Background: an optimization exercise with open tools, aiming at small area, a short achievable clock period and few clock cycles per item. Do not read the settings as production practice. Function was checked by simulation only, so behaviour that the tests miss may differ from the original. Power and IR drop assume default switching activity.

## 06-25
## rs72_dec
module rs72_dec (
    input             clk,
    input             rst,
    input             in_valid,
    output            in_ready,
    input      [63:0] in_data,
    output            out_valid,
    output     [63:0] out_data,
    output            out_last,
    output            out_corrected,
    output            out_uncorrectable,
    output     [1:0]  out_nerr
);
    localparam integer L = 14;
    function automatic [7:0] gf_xt(input [7:0] a);
        gf_xt = {a[6:0], 1'b0} ^ (a[7] ? 8'h1D : 8'h00);
    endfunction
    function automatic [7:0] gf_mulc(input [7:0] a, input integer e);
        integer i;
        reg [7:0] x;
        begin
            x = a;
            for (i = 0; i < e; i = i + 1) x = gf_xt(x);
            gf_mulc = x;
        end
    endfunction
    localparam [63:0]   TCOLS  = 64'h183efb5248324001;
    localparam [63:0]   TICOLS = 64'h2d02168a0a4e9801;
    localparam [63:0]   QCOLS  = 64'h0094a67814080a06;
    localparam [63:0]   SQCOLS = 64'hc832491f0c030401;
    localparam [7:0]    TRMASK = 8'h80;
    localparam [3:0]    LAM    = 4'hf;
    localparam [63:0]   INV16  = 64'h834a5c2f67bde910;
    localparam [255:0]  MEM    = 256'h4900009c002029310608023204201b0d0506985520c45153405f02c80588011e;
    localparam [63:0]   A8COLS = 64'h72a159bd34824129;
    localparam [63:0]   LANE   = 64'h578bc46603c056cb;
    function automatic [3:0] m4(input [3:0] p, input [3:0] q);
        integer i;
        reg [3:0] r, x;
        begin
            r = 4'd0;
            x = p;
            for (i = 0; i < 4; i = i + 1) begin
                if (q[i]) r = r ^ x;
  ...
For scale: ~4800 cells after synthesis, ~1300 flip-flops, roughly 53000 um2 of cells after synthesis.
==> flow/config.mk <==
export PLATFORM = sky130hd
export DESIGN_NAME = rs72_dec
export DESIGN_NICKNAME = rs72_dec
export VERILOG_FILES = /design/flow/design.v
export SDC_FILE = /design/flow/constraint.sdc
export NUM_CORES = 4
export LEC_CHECK = 0
export CAP_MARGIN = 12
export CORE_MARGIN = 2
export CORE_UTILIZATION = 55
export CTS_CLUSTER_DIAMETER = 100
export CTS_CLUSTER_SIZE = 28
export PLACE_DENSITY = 0.7
export SLEW_MARGIN = 12
==> flow/constraint.sdc <==
create_clock -name core_clock -period 32.0 [get_ports {clk}]
set_input_delay 6.4000 -clock core_clock [delete_from_list [all_inputs] [get_ports {clk}]]
set_output_delay 6.4000 -clock core_clock [all_outputs]
set_load 0.01 [all_outputs]
standard.sh (not shown) runs the stock make flow with config.mk's settings and CLKGATE_MAP_FILE= SYNTH_SCRIPT=/design/flow/synth_recipe.tcl, a recipe that flattens the netlist after the stock synthesis.
==> flow/flow/run.sh <==
#!/bin/bash
set -euo pipefail
export BUFFER_PORTS_ARGS="-buffer_cell sky130_fd_sc_hd__buf_2"
bash standard.sh finish > flow_standard.log 2>&1
Testbench counts of 06-25, summed over its fixed seeds: cycles 14,512, units 1,600.
For 07-13, these inputs were changed with respect to 06-25:
- SLEW_MARGIN now 20, was 12
- CAP_MARGIN now 20, was 12
- CTS_CLUSTER_DIAMETER now 80, was 100
- CTS_CLUSTER_SIZE now 24, was 28
## What came out
- Insertion delay to the later sink of the worst-skew pair (07-13 over 06-25): decrease, 0.04 ns
- In 07-13 relative to 06-25, maximum ir drop on the vdd rail had gone down slightly.
- As far as fraction of synthesis flops using an asynchronous set or reset pin goes, 07-13 and 06-25 are indistinguishable; the numbers are identical.
- Final instance count without filler cells, 06-25 and 07-13: higher on 07-13
- The clock-pin slew reported for the worst setup and hold paths after clock tree synthesis on 06-25 is in line with that on 07-13.

========
== oak ==
rs72_dec again, from the RTL that the note above started with.
Settings: LEC_CHECK=0, CAP_MARGIN=20, CORE_MARGIN=2, CORE_UTILIZATION=55, CTS_CLUSTER_DIAMETER=100, CTS_CLUSTER_SIZE=28, GPL_TIMING_DRIVEN=0, PLACE_DENSITY=0.7, SLEW_MARGIN=20; clock period 32.0 ns.
Scripts as last shown in full above: flow/flow/run.sh
oak went all the way through synthesis, placement and routing and the layout is clean on timing, DRC and antenna.
Testbench counts of oak, summed over its fixed seeds: cycles 14,512, units 1,600.
diff inputs: oak => pine
- clearing GPL_TIMING_DRIVEN, which used to be 0
## What came out
- In summary, pine completed successfully, with a layout that passed the timing, design-rule and antenna checks.
- oak vs pine, critical path launch point: o_data[61] vs o_data[0]
- As far as count of distinct cell types in the synthesized netlist goes, pine and oak are indistinguishable; the numbers are identical.
- Summary of pine over oak: share of total power in combinational logic moved down, total power after layout lost 3.1%.

-- static timing again, ports no longer ideal --
The flow's constraints put no driver on any port. The routed layouts listed below were extracted and timed again, unchanged, in two steps.
Step 1: set_driving_cell puts a clkbuf_16 on clk and a buf_2 on each other input, an assumption about the parent block.
Step 2 moves the port delays by t, midway between the first and last clock arrival at a register: inputs arrive t later, outputs are due t later. That takes back most of the time a late clock gives input paths.
a / b / c = no drivers / after step 1 / after step 2; a / b = the first two.
run | t, ns | slack for setup (ns) | hold WS [ns]
06-25 | 0.765 | 24.432 / 24.359 / 24.157 | 0.300 / 0.300 / 0.300
07-13 | 0.734 | 24.452 / 24.379 / 24.191 | 0.323 / 0.323 / 0.323
oak | 0.762 | 24.354 / 24.284 / 24.023 | 0.315 / 0.315 / 0.315
pine | 0.737 | 24.448 / 24.375 / 24.209 | 0.300 / 0.300 / 0.300
After both steps every run listed still meets setup and hold. The setup slack of oak, which loses most, moves by -0.070 ns with the drivers and by -0.331 ns with both steps.
